This is an optimization exercise on Yosys and OpenROAD, whose aim is small area, not a production implementation. Where RTL was checked, it was by simulation tests only, not by an equivalence proof against the original. The RTL of runs 3 to 5 was laid out without a check of its function. Power and IR drop assume default switching activity.

File: flow/flow/run.sh
#!/bin/bash
# Standard ORFS layout, but with the port buffers made from the smallest
# buffer cell instead of the default choice.
set -euo pipefail
bash standard.sh "BUFFER_PORTS_ARGS=-buffer_cell sky130_fd_sc_hd__buf_1" finish > orfs_make.log 2>&1
File: flow/standard.sh
#!/bin/bash
# synth_recipe.tcl (not shown) runs the flow's synth.tcl, then flattens the netlist and writes it again
# the make line also repeats each setting of config.mk as NAME=value (left out here)
make -C /OpenROAD-flow-scripts/flow DESIGN_CONFIG=/design/flow/config.mk WORK_HOME=/design/flow/orfs CLKGATE_MAP_FILE= SYNTH_SCRIPT=/design/flow/synth_recipe.tcl "${@:-finish}"
File: flow/config.mk
export PLATFORM = sky130hd
export DESIGN_NAME = fs_comp
export DESIGN_NICKNAME = fs_comp
export VERILOG_FILES = /design/flow/design.v
export SDC_FILE = /design/flow/constraint.sdc
export NUM_CORES = 4
export LEC_CHECK = 0
export ABC_AREA = 1
export CAP_MARGIN = 20
export CORE_MARGIN = 2
export CORE_UTILIZATION = 25
export CTS_BUF_LIST = sky130_fd_sc_hd__clkbuf_4
export PLACE_DENSITY = 0.5
export SLEW_MARGIN = 20
File: flow/constraint.sdc
create_clock -name core_clock -period 15.0 [get_ports {clk}]
set_input_delay 3.0000 -clock core_clock [delete_from_list [all_inputs] [get_ports {clk}]]
set_output_delay 3.0000 -clock core_clock [all_outputs]
set_load 0.01 [all_outputs]
File: flow/design.v
module fs_comp (
    input  wire        clk,
    input  wire        rst,
    input  wire        start,
    input  wire        restart,
    input  wire [15:0] d_hold,
    input  wire [15:0] s,
    input  wire [15:0] p,
    input  wire [1:0]  form,
    input  wire [5:0]  eb,
    input  wire [5:0]  ea,
    input  wire [23:0] mb0,
    input  wire [23:0] mb1,
    input  wire [23:0] mb2,
    input  wire [23:0] mb3,
    input  wire [23:0] ma1,
    input  wire [23:0] ma2,
    input  wire [23:0] ma3,
    input  wire [15:0] drv_lo,
    input  wire [15:0] drv_hi,
    input  wire [15:0] fe_lim,
    input  wire [15:0] fe_time,
    output wire        ready,
    output reg         done,
    output wire [15:0] d,
    output wire [31:0] v,
    output reg         sat,
    output reg         fe_over,
    output reg         fe_fault,
    output reg  [15:0] fe_timer,
    output reg  [31:0] sat_cnt
);
    localparam [2:0] S_CLR = 3'd0, S_IDLE = 3'd1, S_AF = 3'd2, S_PARK = 3'd3,
                     S_BF = 3'd4, S_COMB = 3'd5, S_INT = 3'd6, S_INS = 3'd7;
    reg [2:0] state;
    reg [2:0] slot;
    reg [6:0] cnt;
    reg signed [7:0] ja, jb;
    reg [27:0] A;
    reg [31:0] vk;
    reg [16:0] e1, e2, e3;
    reg [31:0] v1, v2, v3;
    reg bor, rc, lt, gt, ovf, below;
    assign ready = (state == S_IDLE);
    assign v     = v1;
    wire [15:0] dq = v1[23:8] + {15'd0, v1[7]};
    assign d     = {~dq[15], dq[14:0]};
    wire three = (form == 2'd2);
    wire signed [7:0] nb = 8'sd38 - $signed({2'b00, eb});
    wire signed [7:0] na = 8'sd46 - $signed({2'b00, ea});
    wire nb_pos = (nb > 8'sd0);
    wire na_pos = (na > 8'sd0);
    wire inB = (jb >= 8'sd0) && (jb <= 8'sd16);
    wire inA = (ja >= 8'sd0) && (ja <= 8'sd31);
    wire actB = ((state == S_BF) || (state == S_INT)) && inB;
    wire actA = ((state == S_AF) || (state == S_INT)) && inA;
    wire rnd  = ((state == S_AF) && (ja == na - 8'sd1)) ||
                ((state == S_BF) && (jb == nb - 8'sd1));
    reg [2:0] eff;
    always @* begin
        if (actB && slot <= 3'd3)
            eff = slot;
        else if (actA && slot <= 3'd6)
            eff = (slot < 3'd4) ? 3'd4 : slot;
        else
            eff = 3'd7;
    end
    wire more = (actB && eff <= 3'd2) || (actA && eff <= 3'd5) || (rnd && eff <= 3'd6);
    wire colst = (state == S_AF) || (state == S_PARK) || (state == S_BF) || (state == S_INT);
    wire cend = colst && !more;
    wire s_b = s[jb[3:0]];
    wire p_b = p[jb[3:0]];
    wire ekbit = jb[4] ? bor : (s_b ^ p_b ^ bor);
    wire [3:0] ridx = (ja >= 8'sd23) ? 4'd15 : (ja[3:0] ^ 4'd8);
    wire rraw = d_hold[ridx];
    wire rbit = (ja < 8'sd8) ? 1'b0 : (ja >= 8'sd23) ? ~rraw : rraw;
    wire vb1 = restart ? rbit : v1[0];
    wire vb2 = restart ? rbit : v2[0];
    wire vb3 = restart ? rbit : v3[0];
    wire       linv = (cnt >= 7'd23);
    wire [3:0] lidx = linv ? 4'd15 : (cnt[3:0] ^ 4'd8);
    wire lo_b = drv_lo[lidx] ^ linv;
    wire hi_b = drv_hi[lidx] ^ linv;
    reg [23:0] msel;
    reg        tbit;
    always @* begin
        case (eff)
            3'd0: begin msel = mb0; tbit = ekbit; end
            3'd1: begin msel = mb1; tbit = e1[0] & ~restart; end
            3'd2: begin msel = mb2; tbit = e2[0] & ~restart; end
            3'd3: begin msel = mb3; tbit = e3[0] & ~restart & three; end
            3'd4: begin msel = ma1; tbit = vb1; end
            3'd5: begin msel = ma2; tbit = vb2; end
            3'd6: begin msel = ma3; tbit = vb3 & three; end
            default: begin msel = 24'd0; tbit = 1'b0; end
        endcase
    end
    reg        neg;
    reg [27:0] opnd;
    always @* begin
        if (state == S_COMB) begin
            neg  = 1'b1;
            opnd = vk[27:0];
        end else begin
            if (eff <= 3'd3)
                neg = (jb == 8'sd16);
            else if (eff <= 3'd6)
                neg = (state == S_INT) ? (ja != 8'sd31) : (ja == 8'sd31);
            else
                neg = 1'b0;
            opnd = tbit ? {{4{msel[23]}}, msel} : 28'd0;
        end
    end
    wire        cin = neg | (rnd && eff == 3'd7);
    wire [27:0] sum = A + (opnd ^ {28{neg}}) + {27'd0, cin};
    wire        emit = sum[0];
    wire [15:0] ex   = e1[16] ? ~e1[15:0] : e1[15:0];
    wire        over = e1[16] ? (ex >= fe_lim) : (ex > fe_lim);
    wire [15:0] tcur = restart ? 16'd0 : fe_timer;
    wire [15:0] tnext = !over ? 16'd0 : (&tcur) ? 16'hffff : tcur + 16'd1;
    wire vfin = sat ? ((cnt < 7'd8) ? 1'b0 : (below ? lo_b : hi_b)) : vk[0];
    wire ovf_n = ovf | (emit ^ vk[31]);
    wire q     = emit ^ rc;
    always @(posedge clk) begin
        if (state == S_CLR) begin
            e1 <= {1'b0, e1[16:1]}; e2 <= {1'b0, e2[16:1]}; e3 <= {1'b0, e3[16:1]};
            v1 <= {1'b0, v1[31:1]}; v2 <= {1'b0, v2[31:1]}; v3 <= {1'b0, v3[31:1]};
        end else begin
            if (cend && actB) begin
                e1 <= {ekbit, e1[16:1]};
                e2 <= {e1[0] & ~restart, e2[16:1]};
                e3 <= {e2[0] & ~restart, e3[16:1]};
            end
            if (cend && actA) begin
                v1 <= {1'b0, v1[31:1]};
                v2 <= {vb1, v2[31:1]};
                v3 <= {vb2, v3[31:1]};
            end
            if (state == S_INS)
                v1 <= {vfin, v1[31:1]};
        end
        if ((state == S_PARK) || (state == S_INS) ||
            ((state == S_INT) && cend && cnt <= 7'd31))
            vk <= {emit, vk[31:1]};
        if (state == S_IDLE)
            A <= 28'd0;
        else if (state == S_PARK && cnt == 7'd31)
            A <= 28'd0;
        else if (cend)
            A <= {sum[27], sum[27:1]};
        else
            A <= sum;
        slot <= (colst && more) ? eff + 3'd1 : 3'd0;
        if (cend && actB && !jb[4])
            bor <= (~s_b & p_b) | (~(s_b ^ p_b) & bor);
        if (rst) begin
            state    <= S_CLR;
            cnt      <= 7'd0;
            done     <= 1'b0;
            fe_fault <= 1'b0;
            fe_timer <= 16'd0;
            sat_cnt  <= 32'd0;
        end else begin
            done <= 1'b0;
            case (state)
                S_CLR: begin
                    cnt <= cnt + 7'd1;
                    if (cnt == 7'd31)
                        state <= S_IDLE;
                end
                S_IDLE: begin
                    ja  <= 8'sd0;
                    jb  <= 8'sd0;
                    bor <= 1'b0;
                    cnt <= 7'd0;
                    ovf <= 1'b0;
                    lt  <= 1'b0;
                    gt  <= 1'b0;
                    if (start) begin
                        if (na_pos)
                            state <= S_AF;
                        else if (nb_pos)
                            state <= S_BF;
                        else begin
                            state <= S_INT;
                            ja <= na;
                            jb <= nb;
                        end
                    end
                end
                S_AF: if (cend) begin
                    if (ja == na - 8'sd1)
                        state <= S_PARK;
                    else
                        ja <= ja + 8'sd1;
                end
                S_PARK: begin
                    cnt <= cnt + 7'd1;
                    if (cnt == 7'd31) begin
                        cnt <= 7'd0;
                        state <= nb_pos ? S_BF : S_COMB;
                    end
                end
                S_BF: if (cend) begin
                    if (jb == nb - 8'sd1) begin
                        if (na_pos)
                            state <= S_COMB;
                        else begin
                            state <= S_INT;
                            ja <= na;
                            jb <= nb;
                        end
                    end else
                        jb <= jb + 8'sd1;
                end
                S_COMB: begin
                    state <= S_INT;
                    ja <= na;
                    jb <= nb;
                end
                S_INT: if (cend) begin
                    cnt <= cnt + 7'd1;
                    ja  <= ja + 8'sd1;
                    jb  <= jb + 8'sd1;
                    if (cnt == 7'd7)
                        rc <= emit;
                    else if (cnt >= 7'd8 && cnt <= 7'd32) begin
                        rc <= emit & rc;
                        if (cnt == 7'd32) begin
                            if (q ^ lo_b) lt <= q;
                            if (q ^ hi_b) gt <= hi_b;
                        end else begin
                            if (q ^ lo_b) lt <= lo_b;
                            if (q ^ hi_b) gt <= q;
                        end
                    end
                    if (cnt >= 7'd32)
                        ovf <= ovf_n;
                    if (cnt == 7'd79) begin
                        cnt   <= 7'd0;
                        state <= S_INS;
                        below <= ovf_n ? emit : lt;
                        sat   <= ovf_n ? 1'b1 : (lt | gt);
                    end
                end
                S_INS: begin
                    cnt <= cnt + 7'd1;
                    if (cnt == 7'd31) begin
                        state    <= S_IDLE;
                        done     <= 1'b1;
                        fe_over  <= over;
                        fe_timer <= tnext;
                        fe_fault <= (restart ? 1'b0 : fe_fault) | (tnext >= fe_time);
                        if (sat && !(&sat_cnt))
                            sat_cnt <= sat_cnt + 32'd1;
                    end
                end
                default: state <= S_CLR;
            endcase
        end
    end
endmodule
==> run notes, run 1 <==
* Synthesized area at 0.0177 mm^2
* Avg Inst Size Synth at 8.21 um^2
* Number of flops mapped to enable cells by yosys at 196
* Count of mapped cells out of synthesis at 2157
* Initial DRC count at 843
* Count of port buffers added during placement at 398
* Crit Reg-Reg Endpoint: A[26]$_SDFF_PP0_
* RSZ-0062 raised after global routing: false
* Routed via count at 16248
* Number of global-route vias before repair at 16101
* Setup slack at placement at 6.39 ns
* Static power due to leakage at 8.99 nW
* Capture point of the critical path: A[23]$_SDFF_PP0_
* Global placer's final weighted congestion at 0.883
* Xor-xnor portion of the synthesized cell area at 5.84%
* Seq/Total Area, Yosys at 44.3%
* Total die area at 0.0730 mm^2
* Antenna violations before repair at 2
* Placed cell area at 0.0202 mm^2
* Adder-cell share of the synthesized area at 6.13%
* Area fraction in compound gates after synthesis at 12.9%
* Number of hold buffers added after cts at 0
* Number of clock buffers inserted by TritonCTS at 85
* Length of the first detailed-routing pass in iterations at 5
* Share of cells above drive strength 1 at 7.74%
* Setup crit start: s[10]
* Ys Warns at 1
* Post-CTS setup buffer count at 0
* Total of cells resized after clock tree synthesis at 0
* Aggregate negative setup slack at 0 ns
* Post-synth cell types at 61
* Status: complete, no violations
* Worst-margin pin slew at 1.08 ns
* Placeable core region at 0.0700 mm^2
* Period minus WS final at 7.73 ns
* CTS tree: done
* Count of clock tree sinks at 294
* Launching element type of the critical path: input port
* Endpoints failing hold at 0
* Fillcell total at 7741
* Reg2reg start: jb[0]$_DFFE_PP_
* Final setup violation count at 0
* Class of the worst hold path: reg2reg
* Signal arrival time at the worst endpoint at 8.40 ns
* Grt total ovfl at 0
* Area fraction in and, or, nand and nor cells after synthesis at 23.7%
* Routed via count divided by cell count at 4.50
* Final nets at 2981
* Starting utilization of the core area at 25.3%
* PwrDens at 159 mW/mm^2
* Master cell of the clock root buffer: clkbuf_4
* Total global routing track utilization at 15.3%
* Relative slew slack at 27.8%
* Summed area of non-filler cells in the final layout at 0.0213 mm^2
* Number of antenna-violating nets in the routed design at 0
* Number of synthesized register bits at 294
* Top FF cell, synth: edfxtp_1
* Capturing element type of the critical path: flop
* Setup slack after layout at 7.27 ns
* Std cell rows at 97
* Share of synthesized flip-flops with an asynchronous set or reset at 0%
* Final setup skew at 0.0808 ns
* Wire per inst at 15.8 um
* Area growth from synthesis to layout at 20.5%
* Pin count of the biggest net entering global routing at 63
* Max Freq at 0.129 GHz
* R2R Setup Slk at 7.45 ns
* Global-route wire length before repair at 88400 um
* Maximum number of buffers from clock root to sink at 3
* Y dimension of the die at 270 um
* Total Routed Length at 56900 um
* Main combinational cell family by area after synthesis: simple AND/OR/NAND/NOR gates
* Worst skew pair latency at 0.83 ns
* Worst Reg2Reg Path Length in Cells at 33
* Post-synthesis net count at 2540
* Final count of pins violating max slew at 0
* Horizontal die dimension at 270 um
* CTS H-Tree Depth at 3
* DRC at 0
* Max-cap viol count at 0
* VDD IR-drop max at 0.0971 mV
* Fraction of synthesized area in multiplexers at 0%
* Clock slew at reported path FFs at 0.07 ns
* Kind of critical path: in2reg
* Maximum fanout encountered on the critical timing path at 23
* Final HPWL DP at 43300 um
* Number of primary I/O pins at 399
* Final Cycle Share at 51.6%
* Critical path required time at 15.66 ns
-- cell families (layout without fill, tap and decap cells) --
| family | after synthesis | after routing |
|---|---|---|
| flops | 294 | 294 |
| fa+ha+maj | 85 | 85 |
| xor+xnor | 118 | 118 |
| simple gates | 944 | 944 |
| other cells | 0 | 5 |
| buf+inv | 322 | 827 |
| compound gates | 394 | 394 |
-- layout by cell type (no fill, tap or decap), types with 8 or more instances in the layout --
cell      Yosys  layout
a221oi_1     24      24
inv_1       245     245
nor2_1      168     167
inv_2        12      13
xnor2_1      28      28
nor3_1       29      29
nand2_1     493     491
ha_1         82      82
dfxtp_1      98      98
nand2_2       7       9
edfxtp_1    196     196
nor4_1        8       8
nand3_1     161     160
clkbuf_4      0     123
nand4_1      36      36
buf_4         6      16
clkinv_1      5      25
a22oi_1      26      26
xor2_1       90      90
buf_1         1     398
o21ai_1      10      10
a21oi_1     144     144
o21ai_0     133     132
-- state kept, by name, indices dropped and copies added, names as in the netlist, 3 cells and up --
name / count
sat_cnt: 32
v1: 32
v2: 32
v3: 32
vk: 32
A: 28
e1: 17
e2: 17
e3: 17
fe_timer: 16
ja: 8
jb: 8
cnt: 7
slot: 3
state: 3
-- report_power, final --
part / total, W / internal [W] / switching (W) / leakage, nW
sequential: 0.00145 / 0.00130 / 0.000146 / 2.75
clock: 0.000769 / 0.000395 / 0.000374 / 0.641
combinational: 0.00118 / 0.000363 / 0.000818 / 5.60
-- worst min path at each step --
stage / from / to / slack (ns) / cells past startpoint
after floorplan: e2[1]$_DFFE_PP_ / e2[0]$_DFFE_PP_ / 0.40 / 0
after global routing: e3[10]$_DFFE_PP_ / e3[9]$_DFFE_PP_ / 0.37 / 0
after CTS: e3[10]$_DFFE_PP_ / e3[9]$_DFFE_PP_ / 0.36 / 0
after detailed placement: v2[10]$_DFFE_PP_ / v2[9]$_DFFE_PP_ / 0.40 / 0
after global placement: v2[3]$_DFFE_PP_ / v2[2]$_DFFE_PP_ / 0.40 / 0
final: e3[10]$_DFFE_PP_ / e3[9]$_DFFE_PP_ / 0.38 / 0
-- synth_stat cells, types with 5 or more instances --
cell,number,area [um^2]
xor2_1,90,788
o21ai_0,133,666
nor3_1,29,145
buf_2,10,50.1
nand2_2,7,43.8
o211ai_1,7,52.6
buf_4,6,45.0
o31ai_1,6,45.0
clkbuf_1,41,154
nor4_1,8,50.1
inv_2,12,45.0
nor2_4,6,67.6
clkinv_1,5,18.8
xnor2_1,28,245
a31oi_1,6,37.5
o22ai_1,6,37.5
a22oi_1,26,195
nor2_2,6,37.5
ha_1,82,1030
a221oi_1,24,210
nor2_1,168,631
o21ai_1,10,50.1
inv_1,245,920
edfxtp_1,196,5890
nand2_1,493,1850
nand3_1,161,806
dfxtp_1,98,1960
nand4_1,36,225
a21oi_1,144,721
-- routing by layer --
| layer | wire (um) | track usage, % |
|---|---|---|
| met4 | 2080 | 6.21 |
| met5 | 0 | 0 |
| met2 | 26600 | 25.8 |
| met3 | 3730 | 3.97 |
| met1 | 24400 | 18.5 |
-- stage by stage --
| stage | power (W) | utilization, % | std cells | hold WS (ns) |
|---|---|---|---|---|
| floorplan | 0.00226 | - | 2157 | 0.400 |
| global placement | 0.00266 | 28.9 | 3451 | 0.400 |
| detailed placement | 0.00266 | 28.9 | 3451 | 0.405 |
| CTS | 0.00346 | 30.4 | 3602 | 0.362 |
| global route | 0.00368 | 30.5 | 3607 | 0.371 |
| finish | 0.00340 | 30.5 | 3607 | 0.384 |
-- layout make-up --
| type | count | area (um^2) | area share, % |
|---|---|---|---|
| clock buffers | 123 | 923 | 4.33 |
| flip-flops and latches | 294 | 7850 | 36.8 |
| inverters | 262 | 983 | 4.61 |
| multi-input cells | 1541 | 8620 | 40.4 |
| diodes | 5 | 12.5 | 0.0587 |
| clock inverters | 28 | 154 | 0.721 |
| repair buffers | 414 | 1610 | 7.57 |
| well taps | 940 | 1180 | 5.51 |
-- critical path, stage by stage --
cell      delay, ns
buf_1          0.06
o21ai_0        0.06
o22ai_1        0.18
o21ai_0        0.10
a31oi_1        0.17
a221oi_1       0.09
fa_1           0.54
nand2_1        0.05
o21ai_0        0.19
inv_1          0.10
a21oi_1        0.23
nand4_2        0.59
nand3_1        0.26
nand2_1        0.09
xor2_1         0.18
fa_1           0.22
inv_1          0.06
fa_1           0.40
nand3_1        0.08
nand2_1        0.09
a21o_1         0.17
a21oi_1        0.27
o21ai_0        0.28
a21o_1         0.28
a21oi_1        0.21
o21ai_0        0.13
xnor2_1        0.20
a21oi_1        0.09
==> inputs of run 2 (changes only) <==
==> flow/run.sh (new file) <==
#!/bin/bash
# synth_recipe.tcl (not shown) runs the flow's synth.tcl, then flattens the netlist and writes it again
# the make line also repeats each setting of config.mk as NAME=value (left out here)
make -C /OpenROAD-flow-scripts/flow DESIGN_CONFIG=/design/flow/config.mk WORK_HOME=/design/flow/orfs CLKGATE_MAP_FILE= SYNTH_SCRIPT=/design/flow/synth_recipe.tcl finish
==> flow/config.mk (replaced) <==
export PLATFORM = sky130hd
export DESIGN_NAME = fs_comp
export DESIGN_NICKNAME = fs_comp
export VERILOG_FILES = /design/flow/design.v
export SDC_FILE = /design/flow/constraint.sdc
export NUM_CORES = 4
export LEC_CHECK = 0
export CAP_MARGIN = 20
export CORE_MARGIN = 2
export CORE_UTILIZATION = 25
export PLACE_DENSITY = 0.5
export SLEW_MARGIN = 20
removed: flow/flow/run.sh
removed: flow/standard.sh
==> run notes, run 2 <==
* Antenna fix cells at 0 (was 5)
* Fillcell total at 7056 (was 7741)
* PwrDens at 85.3 mW/mm^2 (was 159 mW/mm^2)
* Yosys top cell by area: edfxtp_1 (unchanged)
* Period minus WS final at 9.02 ns (was 7.73 ns)
* Launching element type of the critical path: input port (unchanged)
* Static power due to leakage at 9.05 nW (was 8.99 nW)
* Global placer's final weighted congestion at 0.837 (was 0.883)
* Ys Warns at 1 (unchanged)
* Number of clock buffers inserted by TritonCTS at 38 (was 85)
* Top cells by area in the synthesized netlist: edfxtp_1, dfxtp_1, ha_1, xnor2_1, nand2_1 (was edfxtp_1, dfxtp_1, nand2_1, ha_1, inv_1)
* Worst-path cell with the longest stage delay: clkdlybuf4s50_1 (was nand4_2)
* Worst Reg2Reg Path Length in Cells at 29 (was 33)
* Signal arrival time at the worst endpoint at 9.47 ns (was 8.40 ns)
* Area of combinational cells with multiple inputs at 0.00919 mm^2 (was 0.00862 mm^2)
* Cell breakdown of the critical path: clkdlybuf4s50_1, inv_1, ha_1, nor2_1, a21boi_0, xnor2_1, o2111ai_1, or4_1, or2_2, o21ai_0, a31oi_1, fa_1, inv_1, fa_1, a211oi_1, nor2_1, o2111ai_1, a21boi_0, a31oi_1, a21oi_1, xor2_1, and3_1, a211o_1
* Master cell of the clock root buffer: clkbuf_16 (was clkbuf_4)
* Critical Path Stages at 23 (was 28)
* Number of primary I/O pins at 399 (unchanged)
* Top delay family on crit path: compound AO/OA/AOI/OAI gates (unchanged)
* Number of hold buffers added after cts at 0 (unchanged)
* Global-route wire length before repair at 85000 um (was 88400 um)
* Starting utilization of the core area at 25.2% (was 25.3%)
* Endpoints failing hold at 0 (unchanged)
* Grt total ovfl at 0 (unchanged)
* Number of global-route vias before repair at 14790 (was 16101)
* Post-synthesis net count at 2135 (was 2540)
* CTS tree: done (unchanged)
* VDD IR-drop max at 0.0637 mV (was 0.0971 mV)
* Antenna violations before repair at 4 (was 2)
* Maximum fanout encountered on the critical timing path at 10 (was 23)
* Reg2reg start: jb[0]$_DFFE_PP_ (unchanged)
* Setup slack at placement at 5.47 ns (was 6.39 ns)
* Post-synth cell types at 83 (was 61)
* Most used cells in the layout excluding fill and tap cells: clkdlybuf4s50_1, edfxtp_1, nand2_1 (was nand2_1, buf_1, inv_1)
* Post-CTS setup buffer count at 0 (unchanged)
* Y dimension of the die at 269 um (was 270 um)
* Total die area at 0.0725 mm^2 (was 0.0730 mm^2)
* Setup crit start: eb[0] (was s[10])
* Routed via count divided by cell count at 4.82 (was 4.50)
* Total of cells resized after clock tree synthesis at 0 (unchanged)
* Relative slew slack at 31.5% (was 27.8%)
* Area growth from synthesis to layout at 35.6% (was 20.5%)
* Count of clock tree sinks at 294 (unchanged)
* Number of flops mapped to enable cells by yosys at 196 (unchanged)
* Most numerous cell types in the synthesized netlist: edfxtp_1, nand2_1, nor2_1 (was nand2_1, inv_1, edfxtp_1)
* Highest cell delay on the worst timing path at 0.66 ns (was 0.59 ns)
* Aggregate negative setup slack at 0 ns (unchanged)
* Final nets at 2505 (was 2981)
* Std cell rows at 97 (unchanged)
* Synthesized area at 0.0176 mm^2 (was 0.0177 mm^2)
* Avg Inst Size Synth at 10.0 um^2 (was 8.21 um^2)
* R2R Setup Slk at 6.73 ns (was 7.45 ns)
* Number of antenna-violating nets in the routed design at 0 (unchanged)
* Placed cell area at 0.0226 mm^2 (was 0.0202 mm^2)
* Capturing element type of the critical path: flop (unchanged)
* WHS Path Cells at 0 (unchanged)
* DRC at 0 (unchanged)
* Critical path required time at 15.45 ns (was 15.66 ns)
* Share of synthesized flip-flops with an asynchronous set or reset at 0% (unchanged)
* Pwr Total at 0.00204 W (was 0.00340 W)
* Capture point of the critical path: A[26]$_SDFF_PP0_ (was A[23]$_SDFF_PP0_)
* CTS H-Tree Depth at 2 (was 3)
* Status: complete, no violations (unchanged)
* Routed via count at 14890 (was 16248)
* Non-filler instance count after layout at 3092 (was 3607)
* Top FF cell, synth: edfxtp_1 (unchanged)
* Total global routing track utilization at 14.5% (was 15.3%)
* Wire per inst at 17.7 um (was 15.8 um)
* Placeable core region at 0.0699 mm^2 (was 0.0700 mm^2)
* Total Routed Length at 54700 um (was 56900 um)
* Pin count of the biggest net entering global routing at 64 (was 63)
* Final setup skew at 0.0210 ns (was 0.0808 ns)
* Length of the first detailed-routing pass in iterations at 5 (unchanged)
* Kind of critical path: in2reg (unchanged)
* Placed Cells incl. Taps at 3022 (was 3451)
* Count of mapped cells out of synthesis at 1752 (was 2157)
* Worst skew pair latency at 0.57 ns (was 0.83 ns)
* Max-cap viol count at 0 (unchanged)
* Seq/Total Area, Yosys at 44.6% (was 44.3%)
* Worst-margin pin slew at 1.03 ns (was 1.08 ns)
* Number of buffer and inverter instances along the worst setup path at 3 (unchanged)
* Max Freq at 0.111 GHz (was 0.129 GHz)
* Count of port buffers added during placement at 398 (unchanged)
* Share of cells above drive strength 1 at 7.95% (was 7.74%)
* Class of the worst hold path: reg2reg (unchanged)
* Horizontal die dimension at 269 um (was 270 um)
* Crit Reg-Reg Endpoint: A[26]$_SDFF_PP0_ (unchanged)
* Final HPWL DP at 40800 um (was 43300 um)
* Hold path startpoint: v2[4]$_DFFE_PP_ (was e3[10]$_DFFE_PP_)
* Most repeated cell in the gate-level netlist after synthesis: edfxtp_1 (was nand2_1)
* Final setup violation count at 0 (unchanged)
* FF/Latch Area at 0.00785 mm^2 (unchanged)
* Setup slack after layout at 5.98 ns (was 7.27 ns)
* Most common cell after layout, fill and taps aside: clkdlybuf4s50_1 (was nand2_1)
* Final Cycle Share at 60.1% (was 51.6%)
* Area share of the largest cell type after synthesis at 33.5% (was 33.2%)
* Summed area of non-filler cells in the final layout at 0.0239 mm^2 (was 0.0213 mm^2)
* Clock slew at reported path FFs at 0.06 ns (was 0.07 ns)
* Initial DRC count at 756 (was 843)
* RSZ-0062 raised after global routing: false (unchanged)
* Maximum number of buffers from clock root to sink at 3 (unchanged)
* Final count of pins violating max slew at 0 (unchanged)
* Number of synthesized register bits at 294 (unchanged)
run 2: worst min path at each step:
stage	to	slack [ns]
2_1_floorplan	e2[0]$_DFFE_PP_	0.40
5_1_grt	v2[3]$_DFFE_PP_	0.41
4_1_cts	e3[14]$_DFFE_PP_	0.40
6_report	v2[3]$_DFFE_PP_	0.41
3_3_place_gp	v2[25]$_DFFE_PP_	0.40
3_5_place_dp	e3[1]$_DFFE_PP_	0.40
run 2: cell type report:
type | count | share of cell area (%)
inverter | 79 | 1.24
multi-input combinational | 1293 | 38.5
sequential | 294 | 32.9
tap | 940 | 4.93
clock inverter | 22 | 0.986
clock buffer | 48 | 4.23
timing repair buffer | 416 | 17.2
run 2: through the flow:
step	hold slack (ns)	utilization, %
2_1_floorplan	0.400	-
3_3_place_gp	0.403	32.4
3_5_place_dp	0.405	32.4
4_1_cts	0.399	34.1
5_1_grt	0.412	34.1
6_report	0.413	34.1
run 2: kinds of logic (layout without fill, tap and decap cells):
logic type	Yosys count	after routing	share of synthesized area, %
mux	86	86	6.42
buf+inv	165	565	3.57
simple gates	517	517	14.1
xor+xnor	153	153	7.69
flops	294	294	44.6
compound gates	452	452	17.4
fa+ha+maj	85	85	6.17
run 2: metal layers:
metal | vias up | routed length [um] | GRT usage (%)
met5 | - | 34 | 0
met4 | 6 | 914 | 3.19
met2 | 414 | 25800 | 24.1
met3 | 73 | 3270 | 3.39
met1 | 7141 | 24600 | 19.2
li1 | 7256 | - | -
run 2: power by group:
part | switching [W] | internal, W | leakage, nW
Sequential | 0.00000954 | 0.000877 | 3.03
Combinational | 0.000105 | 0.000138 | 5.41
Clock | 0.000373 | 0.000534 | 0.605
Total | 0.000487 | 0.00155 | 9.05
==> inputs of run 3 (changes only) <==
--- a/flow/design.v
+++ b/flow/design.v
@@ -41,10 +41,12 @@
     reg [16:0] e1, e2, e3;
     reg [31:0] v1, v2, v3;
     reg bor, rc, lt, gt, ovf, below;
+    reg gtf, gef;                
+    reg scc, scall, scfull;      
+    reg tc, tall, tfull, tge;    
     assign ready = (state == S_IDLE);
     assign v     = v1;
-    wire [15:0] dq = v1[23:8] + {15'd0, v1[7]};
-    assign d     = {~dq[15], dq[14:0]};
+    assign d     = {~A[27], A[26:12]};
     wire three = (form == 2'd2);
     wire signed [7:0] nb = 8'sd38 - $signed({2'b00, eb});
     wire signed [7:0] na = 8'sd46 - $signed({2'b00, ea});
@@ -114,10 +116,13 @@
     wire        cin = neg | (rnd && eff == 3'd7);
     wire [27:0] sum = A + (opnd ^ {28{neg}}) + {27'd0, cin};
     wire        emit = sum[0];
-    wire [15:0] ex   = e1[16] ? ~e1[15:0] : e1[15:0];
-    wire        over = e1[16] ? (ex >= fe_lim) : (ex > fe_lim);
-    wire [15:0] tcur = restart ? 16'd0 : fe_timer;
-    wire [15:0] tnext = !over ? 16'd0 : (&tcur) ? 16'hffff : tcur + 16'd1;
+    wire fl_b  = fe_lim[jb[3:0]];
+    wire ft_b  = fe_time[lidx];
+    wire tcur  = ~restart & fe_timer[0];
+    wire tnb   = fe_over & ((~restart & tfull) | (tcur ^ tc));
+    wire tge_n = (tnb ^ ft_b) ? tnb : tge;
+    wire insd  = (state == S_INS) && (cnt >= 7'd8) && (cnt <= 7'd23);
+    wire scb   = sat_cnt[0] ^ scc;
     wire vfin = sat ? ((cnt < 7'd8) ? 1'b0 : (below ? lo_b : hi_b)) : vk[0];
     wire ovf_n = ovf | (emit ^ vk[31]);
     wire q     = emit ^ rc;
@@ -139,15 +144,47 @@
             if (state == S_INS)
                 v1 <= {vfin, v1[31:1]};
         end
+        if (state == S_CLR) begin
+            sat_cnt  <= {1'b0, sat_cnt[31:1]};
+            fe_timer <= {1'b0, fe_timer[15:1]};
+        end
+        if (state == S_INS) begin
+            sat_cnt <= {scb, sat_cnt[31:1]};
+            scc     <= sat_cnt[0] & scc;
+            scall   <= scall & scb;
+            if (cnt == 7'd31)
+                scfull <= scall & scb;
+            if (cnt == 7'd7)
+                rc <= vfin;
+            if (insd) begin
+                rc       <= vfin & rc;
+                fe_timer <= {tnb, fe_timer[15:1]};
+                tc       <= tcur & tc;
+                tall     <= tall & tnb;
+                tge      <= tge_n;
+                if (cnt == 7'd23) begin
+                    tfull    <= tall & tnb;
+                    fe_fault <= (~restart & fe_fault) | tge_n;
+                end
+            end
+        end
+        if (cend && actB) begin
+            if (jb[4])
+                fe_over <= ekbit ? gef : gtf;
+            else if (ekbit ^ fl_b)
+                gtf <= ekbit;
+            else
+                gef <= ~ekbit;
+        end
         if ((state == S_PARK) || (state == S_INS) ||
             ((state == S_INT) && cend && cnt <= 7'd31))
             vk <= {emit, vk[31:1]};
-        if (state == S_IDLE)
-            A <= 28'd0;
-        else if (state == S_PARK && cnt == 7'd31)
+        if ((state == S_IDLE && start) || (state == S_PARK && cnt == 7'd31))
             A <= 28'd0;
         else if (cend)
             A <= {sum[27], sum[27:1]};
+        else if (insd)
+            A <= {vfin ^ rc, A[27:1]};
         else
             A <= sum;
         slot <= (colst && more) ? eff + 3'd1 : 3'd0;
@@ -158,8 +195,8 @@
             cnt      <= 7'd0;
             done     <= 1'b0;
             fe_fault <= 1'b0;
-            fe_timer <= 16'd0;
-            sat_cnt  <= 32'd0;
+            scfull   <= 1'b0;
+            tfull    <= 1'b0;
         end else begin
             done <= 1'b0;
             case (state)
@@ -176,6 +213,8 @@
                     ovf <= 1'b0;
                     lt  <= 1'b0;
                     gt  <= 1'b0;
+                    gtf <= 1'b0;
+                    gef <= 1'b1;
                     if (start) begin
                         if (na_pos)
                             state <= S_AF;
@@ -241,6 +280,11 @@
                         state <= S_INS;
                         below <= ovf_n ? emit : lt;
                         sat   <= ovf_n ? 1'b1 : (lt | gt);
+                        scc   <= (ovf_n | lt | gt) & ~scfull;
+                        scall <= 1'b1;
+                        tc    <= 1'b1;
+                        tall  <= 1'b1;
+                        tge   <= 1'b1;
                     end
                 end
                 S_INS: begin
@@ -248,11 +292,6 @@
                     if (cnt == 7'd31) begin
                         state    <= S_IDLE;
                         done     <= 1'b1;
-                        fe_over  <= over;
-                        fe_timer <= tnext;
-                        fe_fault <= (restart ? 1'b0 : fe_fault) | (tnext >= fe_time);
-                        if (sat && !(&sat_cnt))
-                            sat_cnt <= sat_cnt + 32'd1;
                     end
                 end
                 default: state <= S_CLR;
==> flow/flow/run.sh (new file) <==
#!/bin/bash
# Standard ORFS layout, but with the port buffers made from the smallest
# buffer cell instead of the default choice.
set -euo pipefail
bash standard.sh "BUFFER_PORTS_ARGS=-buffer_cell sky130_fd_sc_hd__buf_1" finish > orfs_make.log 2>&1
==> flow/standard.sh (new file) <==
#!/bin/bash
# synth_recipe.tcl (not shown) runs the flow's synth.tcl, then flattens the netlist and writes it again
# the make line also repeats each setting of config.mk as NAME=value (left out here)
make -C /OpenROAD-flow-scripts/flow DESIGN_CONFIG=/design/flow/config.mk WORK_HOME=/design/flow/orfs CLKGATE_MAP_FILE= SYNTH_SCRIPT=/design/flow/synth_recipe.tcl "${@:-finish}"
--- a/flow/config.mk
+++ b/flow/config.mk
@@ -7,6 +7,9 @@
 export LEC_CHECK = 0
 export CAP_MARGIN = 20
 export CORE_MARGIN = 2
-export CORE_UTILIZATION = 25
-export PLACE_DENSITY = 0.5
+export CORE_UTILIZATION = 60
+export CTS_BUF_LIST = sky130_fd_sc_hd__clkbuf_16
+export CTS_CLUSTER_DIAMETER = 100
+export CTS_CLUSTER_SIZE = 30
+export PLACE_DENSITY = 0.75
 export SLEW_MARGIN = 20
removed: flow/run.sh
==> run notes, run 3 <==
* Number of antenna-violating nets in the routed design at 0 (unchanged)
* Antenna violations before repair at 0 (was 4)
* Number of synthesized register bits at 303 (was 294)
* Critical path required time at 15.39 ns (was 15.45 ns)
* Share of synthesized flip-flops with an asynchronous set or reset at 0% (unchanged)
* Area share of the largest cell type after synthesis at 41.1% (was 33.5%)
* Count of port buffers added during placement at 398 (unchanged)
* Endpoints failing hold at 0 (unchanged)
* Final setup skew at 0.0265 ns (was 0.0210 ns)
* Clock slew at reported path FFs at 0.11 ns (was 0.06 ns)
* Synthesized area at 0.0166 mm^2 (was 0.0176 mm^2)
* Count of mapped cells out of synthesis at 1492 (was 1752)
* Top FF cell, synth: edfxtp_1 (unchanged)
* Static power due to leakage at 6.79 nW (was 9.05 nW)
* Aggregate negative setup slack at 0 ns (unchanged)
* Class of the worst hold path: reg2reg (unchanged)
* Total die area at 0.0290 mm^2 (was 0.0725 mm^2)
* Most repeated cell in the gate-level netlist after synthesis: edfxtp_1 (unchanged)
* Final count of pins violating max slew at 0 (unchanged)
* Starting utilization of the core area at 61.3% (was 25.2%)
* Most numerous cell types in the synthesized netlist: edfxtp_1, nand2_1, nor2_1 (unchanged)
* FF/Latch Area at 0.00834 mm^2 (was 0.00785 mm^2)
* Length of the first detailed-routing pass in iterations at 6 (was 5)
* Total of cells resized after clock tree synthesis at 0 (unchanged)
* Number of hold buffers added after cts at 0 (unchanged)
* Share of cells above drive strength 1 at 8.31% (was 7.95%)
* Grt total ovfl at 0 (unchanged)
* Number of primary I/O pins at 399 (unchanged)
* DRC at 0 (unchanged)
* Number of flops mapped to enable cells by yosys at 227 (was 196)
* RSZ-0062 raised after global routing: false (unchanged)
* Antenna fix cells at 0 (unchanged)
* Maximum fanout encountered on the critical timing path at 25 (was 10)
* Final nets at 2171 (was 2505)
* Fillcell total at 2106 (was 7056)
* Period minus WS final at 8.37 ns (was 9.02 ns)
* Maximum number of buffers from clock root to sink at 3 (unchanged)
* Total global routing track utilization at 31.6% (was 14.5%)
* Kind of critical path: in2reg (unchanged)
* Master cell of the clock root buffer: clkbuf_16 (unchanged)
* Post-CTS setup buffer count at 0 (unchanged)
* Worst-margin pin slew at 1.07 ns (was 1.03 ns)
* Post-synth cell types at 94 (was 83)
* Number of global-route vias before repair at 13097 (was 14790)
* Pwr Total at 0.00144 W (was 0.00204 W)
* Top cells by area in the synthesized netlist: edfxtp_1, dfxtp_1, mux2_2, ha_1, xnor2_1 (was edfxtp_1, dfxtp_1, ha_1, xnor2_1, nand2_1)
* Count of clock tree sinks at 303 (was 294)
* Most used cells in the layout excluding fill and tap cells: buf_1, edfxtp_1, nand2_1 (was clkdlybuf4s50_1, edfxtp_1, nand2_1)
* Worst skew pair latency at 0.52 ns (was 0.57 ns)
* Number of clock buffers inserted by TritonCTS at 14 (was 38)
* Post-synthesis net count at 1842 (was 2135)
* Cell breakdown of the critical path: buf_1, mux4_2, mux4_2, fa_1, inv_1, mux2_2, a32oi_1, a31o_2, a311oi_1, a21oi_1, xor2_1, fa_1, inv_1, fa_1, a211oi_1, o21ai_0, and2_1, nand3_1, a21boi_0, o22ai_1, xnor2_1, nor3_1, a2111oi_0 (was clkdlybuf4s50_1, inv_1, ha_1, nor2_1, a21boi_0, xnor2_1, o2111ai_1, or4_1, or2_2, o21ai_0, a31oi_1, fa_1, inv_1, fa_1, a211oi_1, nor2_1, o2111ai_1, a21boi_0, a31oi_1, a21oi_1, xor2_1, and3_1, a211o_1)
* Launching element type of the critical path: input port (unchanged)
* Worst hold slack across all endpoints at 0.425 ns (was 0.413 ns)
* Highest cell delay on the worst timing path at 0.58 ns (was 0.66 ns)
* Total Routed Length at 46800 um (was 54700 um)
* Global placer's final weighted congestion at 0.981 (was 0.837)
* Final Cycle Share at 55.8% (was 60.1%)
* Most common cell after layout, fill and taps aside: buf_1 (was clkdlybuf4s50_1)
* Wire per inst at 21.6 um (was 17.7 um)
* Horizontal die dimension at 170 um (was 269 um)
* Area growth from synthesis to layout at 12.4% (was 35.6%)
* Global-route wire length before repair at 70900 um (was 85000 um)
* Capturing element type of the critical path: flop (unchanged)
* VDD IR-drop max at 0.0665 mV (was 0.0637 mV)
* CTS tree: done (unchanged)
* Relative slew slack at 28.2% (was 31.5%)
* Signal arrival time at the worst endpoint at 8.76 ns (was 9.47 ns)
* PwrDens at 77.1 mW/mm^2 (was 85.3 mW/mm^2)
* Worst-path cell with the longest stage delay: a31o_2 (was clkdlybuf4s50_1)
* Max-cap viol count at 0 (unchanged)
* Yosys top cell by area: edfxtp_1 (unchanged)
* Avg Inst Size Synth at 11.1 um^2 (was 10.0 um^2)
* Final setup violation count at 0 (unchanged)
* Final HPWL DP at 35300 um (was 40800 um)
* CTS H-Tree Depth at 1 (was 2)
* Routed via count divided by cell count at 6.35 (was 4.82)
* Placeable core region at 0.0270 mm^2 (was 0.0699 mm^2)
* Status: complete, no violations (unchanged)
* Pin count of the biggest net entering global routing at 57 (was 64)
* Routed via count at 13769 (was 14890)
* Y dimension of the die at 170 um (was 269 um)
* Std cell rows at 60 (was 97)
* Initial DRC count at 1290 (was 756)
* Seq/Total Area, Yosys at 50.3% (was 44.6%)
* Area of combinational cells with multiple inputs at 0.00764 mm^2 (was 0.00919 mm^2)
* Ys Warns at 1 (unchanged)
* Crit path top cell by count: fa_1
* Max Freq at 0.119 GHz (was 0.111 GHz)
-- run 3: logic make-up after synthesis --
logic type,count (synthesis),share of synthesized area [%]
simple gates,414,12.2
fa+ha+maj,53,4.12
flops,303,50.3
xor+xnor,91,5.02
mux,94,7.93
compound gates,389,16.6
buf+inv,148,3.89
-- run 3: power by group --
| part | internal, W | switching (W) | total [W] |
|---|---|---|---|
| sequential | 0.000889 | 0.00000382 | 0.000893 |
| clock | 0.000188 | 0.000262 | 0.000450 |
| combinational | 0.0000460 | 0.0000474 | 0.0000934 |
| total | 0.00112 | 0.000313 | 0.00144 |
-- run 3: per-stage QoR --
step	instances	setup slack, ns	util [%]	area (um^2)
2_1_floorplan	1492	5.98	-	16600
3_3_place_gp	2146	6.33	67.3	18200
3_5_place_dp	2146	6.19	67.3	18200
4_1_cts	2170	6.69	68.9	18600
5_1_grt	2170	6.16	68.9	18600
6_report	2170	6.63	68.9	18600
-- run 3: layout make-up --
class | instances | area share (%)
sequential | 303 | 44.8
multi-input combinational | 1041 | 41.0
timing repair buffer | 415 | 8.70
tap | 341 | 2.29
clock buffer | 15 | 2.01
inverter | 46 | 0.927
clock inverter | 9 | 0.282
-- run 3: critical path, delay by kind of cell --
family                   cells  cell delay, ns
buffers and inverters        3            0.21
adder cells (fa/ha/maj)      3            1.23
XOR/XNOR                     2            0.39
AND/OR/NAND/NOR              3            0.36
AO/OA/AOI/OAI                9            2.30
multiplexers                 3            1.27
-- run 3: final timing paths --
check / depth (start not counted) / slack (ns) / end / startpoint
max: 23 / 6.63 / A[14]$_SDFF_PP0_ / p[14]
min: 0 / 0.42 / e3[3]$_DFFE_PP_ / e3[4]$_DFFE_PP_
max reg2reg: 29 / 7.21 / A[14]$_SDFF_PP0_ / jb[0]$_DFFE_PP_
min reg2reg: 0 / 0.42 / e3[3]$_DFFE_PP_ / e3[4]$_DFFE_PP_
-- run 3: layer usage --
| layer | vias up | GRT usage [%] | wire, um | part of all wire (%) |
|---|---|---|---|---|
| li1 | 6350 | - | - | - |
| met4 | 0 | 14.6 | 2160 | 4.6 |
| met1 | 6585 | 39.6 | 18100 | 39 |
| met5 | - | 0 | 0 | 0 |
| met2 | 721 | 54.6 | 22800 | 49 |
| met3 | 113 | 4.44 | 3700 | 7.9 |
==> inputs of run 4 (changes only) <==
--- a/flow/design.v
+++ b/flow/design.v
@@ -35,7 +35,7 @@
     reg [2:0] state;
     reg [2:0] slot;
     reg [6:0] cnt;
-    reg signed [7:0] ja, jb;
+    reg signed [6:0] ja, jb;
     reg [27:0] A;
     reg [31:0] vk;
     reg [16:0] e1, e2, e3;
@@ -48,16 +48,19 @@
     assign v     = v1;
     assign d     = {~A[27], A[26:12]};
     wire three = (form == 2'd2);
-    wire signed [7:0] nb = 8'sd38 - $signed({2'b00, eb});
-    wire signed [7:0] na = 8'sd46 - $signed({2'b00, ea});
-    wire nb_pos = (nb > 8'sd0);
-    wire na_pos = (na > 8'sd0);
-    wire inB = (jb >= 8'sd0) && (jb <= 8'sd16);
-    wire inA = (ja >= 8'sd0) && (ja <= 8'sd31);
+    wire signed [6:0] nb = 7'sd38 - $signed({1'b0, eb});
+    wire signed [6:0] na = 7'sd46 - $signed({1'b0, ea});
+    wire nb_pos = (eb < 6'd38);
+    wire na_pos = (ea < 6'd46);
+    wire signed [6:0] ja_i = ja + 7'sd1;
+    wire signed [6:0] jb_i = jb + 7'sd1;
+    wire ja_end = (ja_i == na);
+    wire jb_end = (jb_i == nb);
+    wire inB = (jb[6:5] == 2'b00) && (!jb[4] || jb[3:0] == 4'd0);
+    wire inA = (ja[6:5] == 2'b00);
     wire actB = ((state == S_BF) || (state == S_INT)) && inB;
     wire actA = ((state == S_AF) || (state == S_INT)) && inA;
-    wire rnd  = ((state == S_AF) && (ja == na - 8'sd1)) ||
-                ((state == S_BF) && (jb == nb - 8'sd1));
+    wire rnd  = ((state == S_AF) && ja_end) || ((state == S_BF) && jb_end);
     reg [2:0] eff;
     always @* begin
         if (actB && slot <= 3'd3)
@@ -73,9 +76,10 @@
     wire s_b = s[jb[3:0]];
     wire p_b = p[jb[3:0]];
     wire ekbit = jb[4] ? bor : (s_b ^ p_b ^ bor);
-    wire [3:0] ridx = (ja >= 8'sd23) ? 4'd15 : (ja[3:0] ^ 4'd8);
+    wire       rhi  = (ja[4:0] >= 5'd23);
+    wire [3:0] ridx = rhi ? 4'd15 : (ja[3:0] ^ 4'd8);
     wire rraw = d_hold[ridx];
-    wire rbit = (ja < 8'sd8) ? 1'b0 : (ja >= 8'sd23) ? ~rraw : rraw;
+    wire rbit = (ja[4:3] == 2'b00) ? 1'b0 : (rraw ^ rhi);
     wire vb1 = restart ? rbit : v1[0];
     wire vb2 = restart ? rbit : v2[0];
     wire vb3 = restart ? rbit : v3[0];
@@ -105,16 +109,26 @@
             opnd = vk[27:0];
         end else begin
             if (eff <= 3'd3)
-                neg = (jb == 8'sd16);
+                neg = jb[4];
             else if (eff <= 3'd6)
-                neg = (state == S_INT) ? (ja != 8'sd31) : (ja == 8'sd31);
+                neg = (state == S_INT) ^ (ja[4:0] == 5'd31);
             else
                 neg = 1'b0;
             opnd = tbit ? {{4{msel[23]}}, msel} : 28'd0;
         end
     end
     wire        cin = neg | (rnd && eff == 3'd7);
-    wire [27:0] sum = A + (opnd ^ {28{neg}}) + {27'd0, cin};
+    wire [27:0] addb = opnd ^ {28{neg}};
+    wire [28:0] cy;
+    wire [27:0] sum;
+    assign cy[0] = cin;
+    genvar gi;
+    generate
+        for (gi = 0; gi < 28; gi = gi + 1) begin : g_add
+            assign sum[gi]    = A[gi] ^ addb[gi] ^ cy[gi];
+            assign cy[gi + 1] = (A[gi] & addb[gi]) | (cy[gi] & (A[gi] ^ addb[gi]));
+        end
+    endgenerate
     wire        emit = sum[0];
     wire fl_b  = fe_lim[jb[3:0]];
     wire ft_b  = fe_time[lidx];
@@ -206,8 +220,8 @@
                         state <= S_IDLE;
                 end
                 S_IDLE: begin
-                    ja  <= 8'sd0;
-                    jb  <= 8'sd0;
+                    ja  <= 7'sd0;
+                    jb  <= 7'sd0;
                     bor <= 1'b0;
                     cnt <= 7'd0;
                     ovf <= 1'b0;
@@ -228,10 +242,10 @@
                     end
                 end
                 S_AF: if (cend) begin
-                    if (ja == na - 8'sd1)
+                    if (ja_end)
                         state <= S_PARK;
                     else
-                        ja <= ja + 8'sd1;
+                        ja <= ja_i;
                 end
                 S_PARK: begin
                     cnt <= cnt + 7'd1;
@@ -241,7 +255,7 @@
                     end
                 end
                 S_BF: if (cend) begin
-                    if (jb == nb - 8'sd1) begin
+                    if (jb_end) begin
                         if (na_pos)
                             state <= S_COMB;
                         else begin
@@ -250,7 +264,7 @@
                             jb <= nb;
                         end
                     end else
-                        jb <= jb + 8'sd1;
+                        jb <= jb_i;
                 end
                 S_COMB: begin
                     state <= S_INT;
@@ -259,8 +273,8 @@
                 end
                 S_INT: if (cend) begin
                     cnt <= cnt + 7'd1;
-                    ja  <= ja + 8'sd1;
-                    jb  <= jb + 8'sd1;
+                    ja  <= ja_i;
+                    jb  <= jb_i;
                     if (cnt == 7'd7)
                         rc <= emit;
                     else if (cnt >= 7'd8 && cnt <= 7'd32) begin
--- a/flow/config.mk
+++ b/flow/config.mk
@@ -8,8 +8,8 @@
 export CAP_MARGIN = 20
 export CORE_MARGIN = 2
 export CORE_UTILIZATION = 60
-export CTS_BUF_LIST = sky130_fd_sc_hd__clkbuf_16
-export CTS_CLUSTER_DIAMETER = 100
-export CTS_CLUSTER_SIZE = 30
+export CTS_BUF_LIST = sky130_fd_sc_hd__clkbuf_8
+export CTS_CLUSTER_DIAMETER = 50
+export CTS_CLUSTER_SIZE = 12
 export PLACE_DENSITY = 0.75
 export SLEW_MARGIN = 20
==> run notes, run 4 <==
* Maximum fanout encountered on the critical timing path at 3 (was 25)
* Post-Route Utilization at 72.0% (was 68.9%)
* Top cells by area in the synthesized netlist: edfxtp_1, dfxtp_1, mux2_2, fa_1, mux4_2 (was edfxtp_1, dfxtp_1, mux2_2, ha_1, xnor2_1)
* Total Routed Length at 44600 um (was 46800 um)
* Static power due to leakage at 6.72 nW (was 6.79 nW)
* Number of antenna-violating nets in the routed design at 0 (unchanged)
* WHS Path Cells at 0 (unchanged)
* Total die area at 0.0271 mm^2 (was 0.0290 mm^2)
* Final nets at 2020 (was 2171)
* Final Cycle Share at 102% (was 55.8%)
* Placeable core region at 0.0253 mm^2 (was 0.0270 mm^2)
* Routed via count at 12420 (was 13769)
* Area growth from synthesis to layout at 17.4% (was 12.4%)
* Number of primary I/O pins at 399 (unchanged)
* Final setup violation count at 2 (was 0)
* Initial DRC count at 1459 (was 1290)
* Capturing element type of the critical path: flop (unchanged)
* Number of synthesized register bits at 301 (was 303)
* Avg Inst Size Synth at 11.9 um^2 (was 11.1 um^2)
* Horizontal die dimension at 165 um (was 170 um)
* Max Freq at 0.0652 GHz (was 0.119 GHz)
* Synthesized area at 0.0155 mm^2 (was 0.0166 mm^2)
* Pwr Total at 0.00174 W (was 0.00144 W)
* Wire per inst at 22.0 um (was 21.6 um)
* Status: failed layout checks (was complete, no violations)
* Worst skew pair latency at 0.55 ns (was 0.52 ns)
* Final HPWL DP at 32700 um (was 35300 um)
* Count of mapped cells out of synthesis at 1297 (was 1492)
* Launching element type of the critical path: input port (unchanged)
* Aggregate negative setup slack at -0.667 ns (was 0 ns)
* Count of clock tree sinks at 301 (was 303)
* Crit path top cell by count: fa_2 (was fa_1)
* Placed cell area at 0.0174 mm^2 (was 0.0182 mm^2)
* CTS tree: done (unchanged)
* Area share of the largest cell type after synthesis at 43.6% (was 41.1%)
* Routed via count divided by cell count at 6.12 (was 6.35)
* Signal arrival time at the worst endpoint at 15.78 ns (was 8.76 ns)
* CTS H-Tree Depth at 2 (was 1)
* VDD IR-drop max at 0.0823 mV (was 0.0665 mV)
* R2R Setup Slk at 0.71 ns (was 7.21 ns)
* Share of cells above drive strength 1 at 13.4% (was 8.31%)
* Setup slack after layout at -0.334 ns (was 6.63 ns)
* Most common cell after layout, fill and taps aside: buf_1 (unchanged)
* Seq/Total Area, Yosys at 53.4% (was 50.3%)
* Pin count of the biggest net entering global routing at 63 (was 57)
* Total global routing track utilization at 32.4% (was 31.6%)
* Most numerous cell types in the synthesized netlist: edfxtp_1, nand2_1, dfxtp_1 (was edfxtp_1, nand2_1, nor2_1)
* Worst-path cell with the longest stage delay: fa_1 (was a31o_2)
* Most used cells in the layout excluding fill and tap cells: buf_1, edfxtp_1, nand2_1 (unchanged)
* Critical path required time at 15.44 ns (was 15.39 ns)
* Summed area of non-filler cells in the final layout at 0.0182 mm^2 (was 0.0186 mm^2)
* Highest cell delay on the worst timing path at 0.53 ns (was 0.58 ns)
* Number of global-route vias before repair at 11804 (was 13097)
* Global placer's final weighted congestion at 0.937 (was 0.981)
* Top FF cell, synth: edfxtp_1 (unchanged)
* Final count of pins violating max slew at 0 (unchanged)
* Clock slew at reported path FFs at 0.07 ns (was 0.11 ns)
* Final setup skew at 0.0356 ns (was 0.0265 ns)
* Global-route wire length before repair at 65600 um (was 70900 um)
* Std cell rows at 58 (was 60)
* Relative slew slack at 28.0% (was 28.2%)
* Endpoints failing hold at 0 (unchanged)
* Number of flops mapped to enable cells by yosys at 225 (was 227)
* Number of clock buffers inserted by TritonCTS at 36 (was 14)
* PwrDens at 95.6 mW/mm^2 (was 77.1 mW/mm^2)
* RSZ-0062 raised after global routing: true (was false)
* Length of the first detailed-routing pass in iterations at 8 (was 6)
* Ys Warns at 1 (unchanged)
* Yosys top cell by area: edfxtp_1 (unchanged)
* Kind of critical path: in2reg (unchanged)
* Most repeated cell in the gate-level netlist after synthesis: edfxtp_1 (unchanged)
* Maximum number of buffers from clock root to sink at 3 (unchanged)
* Reasons for failing layout checks: negative setup slack
* Worst-margin pin slew at 1.08 ns (was 1.07 ns)
* Antenna violations before repair at 4 (was 0)
* Count of port buffers added during placement at 398 (unchanged)
* Post-synthesis net count at 1643 (was 1842)
* Post-synth cell types at 92 (was 94)
* Worst Reg2Reg Path Length in Cells at 53 (was 29)
* DRC at 0 (unchanged)
* Grt total ovfl at 0 (unchanged)
* Y dimension of the die at 165 um (was 170 um)
* Starting utilization of the core area at 61.3% (about the same)
* Max-cap viol count at 0 (unchanged)
* Class of the worst hold path: reg2reg (unchanged)
* Share of synthesized flip-flops with an asynchronous set or reset at 0% (unchanged)
* Worst hold slack across all endpoints at 0.418 ns (was 0.425 ns)
* Period minus WS final at 15.33 ns (was 8.37 ns)
* Master cell of the clock root buffer: clkbuf_8 (was clkbuf_16)
-- run 4: through the flow --
| stage | std cells | setup slack (ns) |
|---|---|---|
| floorplan | 1297 | -0.502 |
| global placement | 1962 | -0.836 |
| detailed placement | 1964 | -1.09 |
| CTS | 2027 | -0.307 |
| global route | 2030 | -0.709 |
| finish | 2030 | -0.334 |
-- run 4: layer usage --
metal	routed length [um]	vias to the layer above	global-route usage, %
li1	-	5720	-
met1	16300	5891	38.5
met2	21500	676	53.7
met3	4160	129	7.76
met4	2610	4	19.1
met5	23	-	0
-- run 4: what timing repair did --
action | 4_1_cts | 5_1_grt
endpoints found under the setup margin | 2 | 3
hold buffers | 0 | 0
resized for setup | 4 | 1
setup buffers | 1 | 1
pin swaps | 2 | 3
-- run 4: cell type report --
type	instances	area (um^2)
Sequential cell	301	8280
Fill cell	1864	7070
Multi-Input combinational cell	830	6630
Timing Repair Buffer	439	1830
Clock buffer	39	537
Tap cell	330	413
Inverter	66	248
Clock inverter	23	241
Antenna cell	2	5.00
-- run 4: cells by family (layout without fill, tap and decap cells) --
group	count (synthesis)	after routing	synth area share, %
other cells	0	2	0
mux	90	90	7.86
buf+inv	166	567	4.64
simple gates	283	283	8.76
fa+ha+maj	49	49	5.30
flops	301	301	53.4
xor+xnor	57	57	3.40
compound gates	351	351	16.6
-- run 4: report_power, final --
part / switching (W) / leakage (nW) / internal, W
combinational: 0.0000938 / 3.07 / 0.0000779
sequential: 0.0000202 / 3.22 / 0.000911
clock: 0.000304 / 0.427 / 0.000331
-- run 4: final timing paths --
path                    start                to
min          v2[28]$_DFFE_PP_  v2[27]$_DFFE_PP_
min reg2reg  v2[28]$_DFFE_PP_  v2[27]$_DFFE_PP_
max                      p[8]  A[27]$_SDFF_PP0_
max reg2reg   jb[1]$_DFFE_PP_  A[27]$_SDFF_PP0_
-- run 4: critical path, delay by kind of cell --
kind            cells  cell delay, ns
fa+ha+maj          28            9.66
mux                 5            1.47
compound gates      5            0.74
buf+inv             7            0.53
xor+xnor            2            0.35
==> inputs of run 5 (changes only) <==
--- a/flow/config.mk
+++ b/flow/config.mk
@@ -8,8 +8,8 @@
 export CAP_MARGIN = 20
 export CORE_MARGIN = 2
 export CORE_UTILIZATION = 60
-export CTS_BUF_LIST = sky130_fd_sc_hd__clkbuf_8
-export CTS_CLUSTER_DIAMETER = 50
-export CTS_CLUSTER_SIZE = 12
+export CTS_BUF_LIST = sky130_fd_sc_hd__clkbuf_16
+export CTS_CLUSTER_DIAMETER = 60
+export CTS_CLUSTER_SIZE = 20
 export PLACE_DENSITY = 0.75
 export SLEW_MARGIN = 20
==> run notes, run 5 <==
* Status: failed layout checks (unchanged)
* Reasons for failing layout checks: negative setup slack (unchanged)
* Total global routing track utilization at 32.5% (was 32.4%)
* Class of the worst hold path: reg2reg (unchanged)
* Final setup violation count at 2 (unchanged)
* Synthesized area at 0.0155 mm^2 (unchanged)
* Final count of pins violating max slew at 0 (unchanged)
* Placed Cells incl. Taps at 1964 (unchanged)
* Top FF cell, synth: edfxtp_1 (unchanged)
* Count of clock tree sinks at 301 (unchanged)
* WHS Path Cells at 0 (unchanged)
* Worst-margin pin slew at 1.11 ns (was 1.08 ns)
* Number of synthesized register bits at 301 (unchanged)
* Total Routed Length at 45000 um (was 44600 um)
* Area fraction in and, or, nand and nor cells after synthesis at 8.76% (unchanged)
* Final Cycle Share at 103% (was 102%)
* Post-synthesis net count at 1643 (unchanged)
* Routed via count at 12459 (was 12420)
* Worst hold slack across all endpoints at 0.409 ns (was 0.418 ns)
* Period minus WS final at 15.39 ns (was 15.33 ns)
* Routed via count divided by cell count at 6.18 (was 6.12)
* Pin count of the biggest net entering global routing at 63 (unchanged)
* Max-cap viol count at 0 (unchanged)
* Area growth from synthesis to layout at 17.9% (was 17.4%)
* Adder-cell share of the synthesized area at 5.30% (unchanged)
* Yosys top cell by area: edfxtp_1 (unchanged)
* Master cell of the clock root buffer: clkbuf_16 (was clkbuf_8)
* Number of flops mapped to enable cells by yosys at 225 (unchanged)
* Critical path required time at 15.43 ns (was 15.44 ns)
* Wire per inst at 22.3 um (was 22.0 um)
* Summed area of non-filler cells in the final layout at 0.0183 mm^2 (was 0.0182 mm^2)
* Xor-xnor portion of the synthesized cell area at 3.40% (unchanged)
* Clock slew at reported path FFs at 0.08 ns (was 0.07 ns)
* Y dimension of the die at 165 um (unchanged)
* VDD IR-drop max at 0.101 mV (was 0.0823 mV)
* Global placer's final weighted congestion at 0.937 (unchanged)
* Most repeated cell in the gate-level netlist after synthesis: edfxtp_1 (unchanged)
* Number of primary I/O pins at 399 (unchanged)
* Crit path top cell by count: fa_2 (unchanged)
* Worst-path cell with the longest stage delay: fa_1 (unchanged)
* Antenna violations before repair at 5 (was 4)
* Setup slack after layout at -0.386 ns (was -0.334 ns)
* Highest cell delay on the worst timing path at 0.53 ns (about the same)
* Share of cells above drive strength 1 at 12.8% (was 13.4%)
* Maximum fanout encountered on the critical timing path at 3 (unchanged)
* Fillcell total at 1836 (was 1864)
* Share of synthesized flip-flops with an asynchronous set or reset at 0% (unchanged)
* Ys Warns at 1 (unchanged)
* Length of the first detailed-routing pass in iterations at 6 (was 8)
* Std cell rows at 58 (unchanged)
* Final setup skew at 0.0148 ns (was 0.0356 ns)
* Avg Inst Size Synth at 11.9 um^2 (unchanged)
* FF/Latch Area at 0.00828 mm^2 (unchanged)
* Number of antenna-violating nets in the routed design at 0 (unchanged)
* Worst Reg2Reg Path Length in Cells at 52 (was 53)
* Static power due to leakage at 6.71 nW (was 6.72 nW)
* Most used cells in the layout excluding fill and tap cells: buf_1, edfxtp_1, nand2_1 (unchanged)
* Horizontal die dimension at 165 um (unchanged)
* Kind of critical path: in2reg (unchanged)
* DRC at 0 (unchanged)
* Seq/Total Area, Yosys at 53.4% (unchanged)
* Number of hold buffers added after cts at 0 (unchanged)
* Post-synth cell types at 92 (unchanged)
* Area fraction in compound gates after synthesis at 16.6% (unchanged)
* Main combinational cell family by area after synthesis: compound AO/OA/AOI/OAI gates (unchanged)
* Maximum number of buffers from clock root to sink at 3 (unchanged)
* Most common cell after layout, fill and taps aside: buf_1 (unchanged)
* Grt total ovfl at 0 (unchanged)
* Placed cell area at 0.0174 mm^2 (unchanged)
* Most numerous cell types in the synthesized netlist: edfxtp_1, nand2_1, dfxtp_1 (unchanged)
* Endpoints failing hold at 0 (unchanged)
* Final HPWL DP at 32700 um (unchanged)
* Relative slew slack at 26.2% (was 28.0%)
* Number of global-route vias before repair at 11776 (was 11804)
* Signal arrival time at the worst endpoint at 15.81 ns (was 15.78 ns)
* Top cells by area in the synthesized netlist: edfxtp_1, dfxtp_1, mux2_2, fa_1, mux4_2 (unchanged)
* Global-route wire length before repair at 66000 um (was 65600 um)
* CTS tree: done (unchanged)
* Starting utilization of the core area at 61.3% (unchanged)
* Non-filler instance count after layout at 2017 (was 2030)
* Initial DRC count at 1305 (was 1459)
* RSZ-0062 raised after global routing: true (unchanged)
* Placeable core region at 0.0253 mm^2 (unchanged)
* Count of port buffers added during placement at 398 (unchanged)
* Fraction of synthesized area in multiplexers at 7.86% (unchanged)
* Worst skew pair latency at 0.53 ns (was 0.55 ns)
* Launching element type of the critical path: input port (unchanged)
* Area of combinational cells with multiple inputs at 0.00664 mm^2 (was 0.00663 mm^2)
* Max Freq at 0.0650 GHz (was 0.0652 GHz)
* Area share of the largest cell type after synthesis at 43.6% (unchanged)
* Capturing element type of the critical path: flop (unchanged)
* CTS H-Tree Depth at 1 (was 2)
* Final nets at 2010 (was 2020)
* Total die area at 0.0271 mm^2 (unchanged)
* Count of mapped cells out of synthesis at 1297 (unchanged)
* PwrDens at 96.1 mW/mm^2 (was 95.6 mW/mm^2)
* Number of clock buffers inserted by TritonCTS at 24 (was 36)
==> run 5: cell counts after synthesis <==
Identical to the previous run, type by type.
==> run 5: layout make-up <==
cell class              count  area share (%)
diodes                      6          0.0822
inverters                  66            1.36
repair buffers            441            10.2
well taps                 330            2.26
clock inverters            17           0.863
multi-input cells         830            36.4
flip-flops and latches    301            45.3
clock buffers              26            3.56
==> run 5: repair_timing <==
item,4_1_cts,5_1_grt
pin swaps,2,3
buffers inserted,2,1
endpoints found under the setup margin,3,3
resized for setup,4,2
==> run 5: power by group <==
part	internal (W)	switching, W	leakage, nW
registers	0.000910	0.0000204	3.22
logic	0.0000781	0.0000945	3.09
clock network	0.000328	0.000325	0.403
==> run 5: final timing paths <==
path | slack [ns] | start | endpoint
min | 0.41 | e1[5]$_DFFE_PP_ | e1[4]$_DFFE_PP_
min reg2reg | 0.41 | e1[5]$_DFFE_PP_ | e1[4]$_DFFE_PP_
max reg2reg | 0.61 | jb[1]$_DFFE_PP_ | A[26]$_SDFF_PP0_
max | -0.39 | p[8] | A[26]$_SDFF_PP0_
==> run 5: worst max-delay path: cells and delay by family <==
kind | cells | cell delay, ns
AOI/OAI and AO/OA | 6 | 0.92
xor gates and xnor gates | 2 | 0.39
adders and majority gates | 28 | 9.67
buffers and inverters | 5 | 0.30
muxes | 5 | 1.50
==> run 5: cells by family after synthesis <==
group,after synthesis
compound gates,351
flops,301
simple gates,283
buf+inv,166
mux,90
xor+xnor,57
fa+ha+maj,49
==> run 5: metal layers <==
layer  GRT usage [%]  wire (um)  up-vias
li1                -          -     5703
met1            38.3      16000     5987
met2            54.7      21700      656
met3            7.71       4510      109
met4            18.7       2740        4
met5               0         57        -
==> run 5: through the flow <==
stage          TNS (ns)  setup WS (ns)  total power (W)  util (%)
2_1_floorplan    -0.857         -0.502          0.00105         -
3_3_place_gp      -1.93         -0.836          0.00111      68.6
3_5_place_dp      -2.72          -1.09          0.00112      68.7
4_1_cts          -0.674         -0.361          0.00176      72.0
5_1_grt           -1.35         -0.690          0.00181      72.3
6_report         -0.763         -0.386          0.00176      72.3

what the ideal ports hide:
No port has a modelled driver above. Below, the same layouts with a new extraction and two added sets of constraints.
Step 1 sets driving cells, clkbuf_16 on the clock port and buf_2 on the other inputs (assumed; they add their load-dependent delay and slew).
Step 2 adds t to the input delays and takes it off the output delays; t is the mean of the earliest and latest rising clock arrival at the registers after step 1. Input paths then give back, and output paths get back, about the clock's delay inside the block.
Slacks: ideal ports / drivers / drivers and shift; pairs: ideal ports / drivers.
run	t, ns	slack for setup (ns)	worst hold slack (ns)	clock arrival spread, ns
run 1	0.847	7.267 / 7.297 / 6.450	0.384 / 0.384 / 0.384	0.087 / 0.087
run 2	0.621	5.982 / 6.020 / 5.399	0.413 / 0.413 / 0.413	0.021 / 0.021
run 3	0.551	6.630 / 6.655 / 6.103	0.425 / 0.425 / 0.425	0.033 / 0.033
run 4	0.572	-0.334 / -0.311 / -0.883	0.418 / 0.418 / 0.418	0.036 / 0.035
run 5	0.572	-0.386 / -0.359 / -0.931	0.409 / 0.409 / 0.409	0.016 / 0.016
The setup slack of run 1, which loses most, moves by +0.030 ns with the drivers and by -0.817 ns with both steps.
